From an optimization exercise on the open Yosys and OpenROAD flow, aimed at small area, a short achievable clock period and few clock cycles per item; shortcuts taken in it are not production practice.
Function was checked by simulation only, so behaviour that the tests miss may differ from the original.

==> flow/design.v (excerpt) <==
module zrf_hdr_dec (
    input  wire         clk,
    input  wire         rst,           
    input  wire         in_valid,
    output wire         in_ready,
    input  wire [146:0] in_bits,       
    input  wire         exp_side,
    input  wire [3:0]   exp_layer,
    input  wire [2:0]   exp_spot,
    input  wire [23:0]  exp_rb,
    input  wire [5:0]   exp_frame,
    input  wire         chk_frame,     
    output reg          out_valid,
    input  wire         out_ready,
    output reg  [63:0]  out_info,      
    output reg  [1:0]   out_nerr,      
    output reg          out_fail,      
    output reg          out_match      
);
    localparam [3:0]  LAM   = 4'd9;
    localparam [63:0] INV16 = 64'h834a5c2f67bde910;    
    function automatic [3:0] gf16_mul(input [3:0] a, input [3:0] b);
        reg [6:0] p;
        begin
            p = ({7{b[0]}} & {3'd0, a}) ^ ({7{b[1]}} & {2'd0, a, 1'b0})
              ^ ({7{b[2]}} & {1'd0, a, 2'd0}) ^ ({7{b[3]}} & {a, 3'd0});
            gf16_mul = p[3:0] ^ {p[6:4], 1'b0} ^ {1'b0, p[6:4]};
        end
    endfunction
    function automatic [7:0] c_mul(input [7:0] a, input [7:0] b);
        reg [3:0] m0, m1, m2;
        begin
            m1 = gf16_mul(a[7:4], b[7:4]);
            m0 = gf16_mul(a[3:0], b[3:0]);
            m2 = gf16_mul(a[7:4] ^ a[3:0], b[7:4] ^ b[3:0]);
            c_mul = {m2 ^ m0, gf16_mul(m1, LAM) ^ m0};
        end
    endfunction
    function automatic [7:0] c_div(input [7:0] b, input [7:0] a);
        reg [3:0] d, di;
        reg [7:0] p;
        begin
            d  = gf16_mul(gf16_mul(a[7:4], a[7:4]), LAM) ^ gf16_mul(a[7:4], a[3:0])
               ^ gf16_mul(a[3:0], a[3:0]);
            di = INV16[4*d +: 4];
            p  = c_mul(b, {a[7:4], a[3:0] ^ a[7:4]});
            c_div = {gf16_mul(p[7:4], di), gf16_mul(p[3:0], di)};
        end
    endfunction
    reg adv_q;                  
    reg rdy_q;                  
    reg ov_q;                   
    reg v1_q, v2_q, v3_q;       
    reg sk_valid;               
    assign in_ready = rdy_q;
    wire accept = in_valid & adv_q;
    wire pop    = ov_q & out_ready;
    wire push   = adv_q & v3_q;
    reg [2:0]  grp [0:48];
    reg [95:0] pairs;
    reg        sub_prev, sub_cur;
    integer g;
    always @* begin
        for (g = 0; g < 49; g = g + 1)
            grp[g] = in_bits[146 - 3*g -: 3];
  ...
Size in the first run: about 3600 cells after synthesis, ~560 flip-flops.
clock: 18.0 ns
lec_check: 0
cap_margin: 20
core_margin: 2
core_utilization: 70
cts_buf_list: sky130_fd_sc_hd__clkbuf_8 sky130_fd_sc_hd__clkbuf_16
cts_cluster_diameter: 100
cts_cluster_size: 20
place_density: 0.85
slew_margin: 20
synth_hierarchical: 1
synth_minimum_keep_size: 0
standard.sh (not shown) runs the stock make flow with config.mk's settings and CLKGATE_MAP_FILE= SYNTH_SCRIPT=/design/flow/synth_recipe.tcl, a recipe that flattens the netlist after the stock synthesis.
==> flow/flow/run.sh <==
#!/bin/bash
# The standard layout (the standard.sh, standard synthesis included), with
# two changes: the port buffers that global placement inserts are buf_2 cells
# instead of the default clkdlybuf4s50_1, and timing repair aims for 13.25 ns of
# setup slack at the design's 18 ns clock, so that it also sizes the paths
# that set the achieved period.
set -euo pipefail
bash standard.sh BUFFER_PORTS_ARGS="-buffer_cell sky130_fd_sc_hd__buf_2" SETUP_SLACK_MARGIN=13.25 > standard.log 2>&1
The starting point went through all stages and came out clean.
Testbench counts at the start, summed over its fixed seeds: cycles 2,432, items 2,400.
Then changed:
--- a/flow/flow/run.sh
+++ b/flow/flow/run.sh
@@ -4 +4 @@
-# instead of the default clkdlybuf4s50_1, and timing repair aims for 13.25 ns of
+# instead of the default clkdlybuf4s50_1, and timing repair aims for 13 ns of
@@ -8 +8 @@
-bash standard.sh BUFFER_PORTS_ARGS="-buffer_cell sky130_fd_sc_hd__buf_2" SETUP_SLACK_MARGIN=13.25 > standard.log 2>&1
+bash standard.sh BUFFER_PORTS_ARGS="-buffer_cell sky130_fd_sc_hd__buf_2" SETUP_SLACK_MARGIN=13 > standard.log 2>&1
CORE_UTILIZATION = 40   (was 70)
CTS_BUF_LIST = not set   (was sky130_fd_sc_hd__clkbuf_8 sky130_fd_sc_hd__clkbuf_16)
CTS_CLUSTER_DIAMETER = not set   (was 100)
CTS_CLUSTER_SIZE = not set   (was 20)
PLACE_DENSITY = not set   (was 0.85)
Global-route usage came out lower by 16 points.
Core utilization came out lower by 34 points.
Non-clock buffer count came out lower by 35.
Wire length came out higher slightly.
Hold slack loses 0.0093 ns.
Design area came out higher by a few percent.
Then changed:
==> flow/flow/run.sh (replaced) <==
#!/bin/bash
# The standard layout (the standard.sh, standard synthesis included), with
# three changes: the port buffers that global placement inserts are buf_2
# cells instead of the default clkdlybuf4s50_1; timing repair aims for 13.2 ns
# of setup slack at the design's 18 ns clock, so that it also sizes the paths
# that set the achieved period; and after global routing the cells on the 30%
# of paths with the most slack are downsized (ORFS's RECOVER_POWER step).
set -euo pipefail
bash standard.sh BUFFER_PORTS_ARGS="-buffer_cell sky130_fd_sc_hd__buf_2" SETUP_SLACK_MARGIN=13.2 RECOVER_POWER=30 > standard.log 2>&1
CORE_UTILIZATION = 70   (was 40)
CTS_BUF_LIST = sky130_fd_sc_hd__clkbuf_8 sky130_fd_sc_hd__clkbuf_16   (was not set)
CTS_CLUSTER_DIAMETER = 100   (was not set)
CTS_CLUSTER_SIZE = 20   (was not set)
PLACE_DENSITY = 0.85   (was not set)
After rerunning: This time the run ran to the end with violations: max-capacitance violations, max-slew violations; critical path depth fell by 9; routed wire length drops by a few percent; design area fell by a few percent; worst hold slack improves by 0.0031 ns; clock skew goes up by 0.010 ns; die area goes down by well over a third; non-clock buffer count climbs by 3; synthesized cell count does not change.
Then changed:
==> flow/flow/run.sh (replaced) <==
#!/bin/bash
# The standard layout (the standard.sh, standard synthesis included), with
# two changes: the port buffers that global placement inserts are buf_2 cells
# instead of the default clkdlybuf4s50_1, and timing repair aims for 13.3 ns of
# setup slack at the design's 18 ns clock, so that it also sizes the paths
# that set the achieved period.
set -euo pipefail
bash standard.sh BUFFER_PORTS_ARGS="-buffer_cell sky130_fd_sc_hd__buf_2" SETUP_SLACK_MARGIN=13.3 > standard.log 2>&1
CORE_UTILIZATION = 60   (was 70)
PLACE_DENSITY = 0.75   (was 0.85)
The changed run completed with no timing, DRC or antenna violations.
Global-route usage goes down by 5.2 points.
Clock skew goes up by 0.0089 ns.
Sequential share of layout area falls by 0.82 points.
Setup slack gains 2.0 ns.
Cell area went up by 2.3%.
Core utilization falls by 9.8 points.
Final cell count grows by 4.2%.
Routed wire length increases by 0.39%.
Synthesized cell count does not change.
First-iteration DRC count shrinks by 12%.

[static timing again, ports no longer ideal]
In the flow no input, the clock included, has a driving cell. The finished layouts below were timed again as built, in two steps.
Step 1: set_driving_cell puts a clkbuf_16 on clk and a buf_2 on each other input, an assumption about the parent block.
Step 2 also shifts input and output timing later by t, the mid clock arrival at the registers, as if the neighbouring blocks saw the same clock.
a / b / c = ideal / step 1 / step 2; a / b = the first two.
run | t, ns | setup WS [ns] | hold WS [ns] | worst setup path at the end | latest minus earliest clock arrival (ns)
the first run | 0.638 | 13.206 / 13.139 / 13.083 | 0.415 / 0.415 / 0.415 | input to register | 0.030 / 0.030
the second run | 0.682 | 13.062 / 13.004 / 13.062 | 0.406 / 0.406 / 0.406 | register to register | 0.026 / 0.026
the third run | 0.621 | 11.166 / 11.166 / 11.166 | 0.409 / 0.409 / 0.409 | register to register | 0.033 / 0.033
the fourth run | 0.641 | 13.172 / 13.113 / 13.152 | 0.394 / 0.394 / 0.394 | input to register | 0.039 / 0.040
For the first run, which loses most, drivers alone change the setup slack by -0.067 ns; drivers and shift together by -0.123 ns.
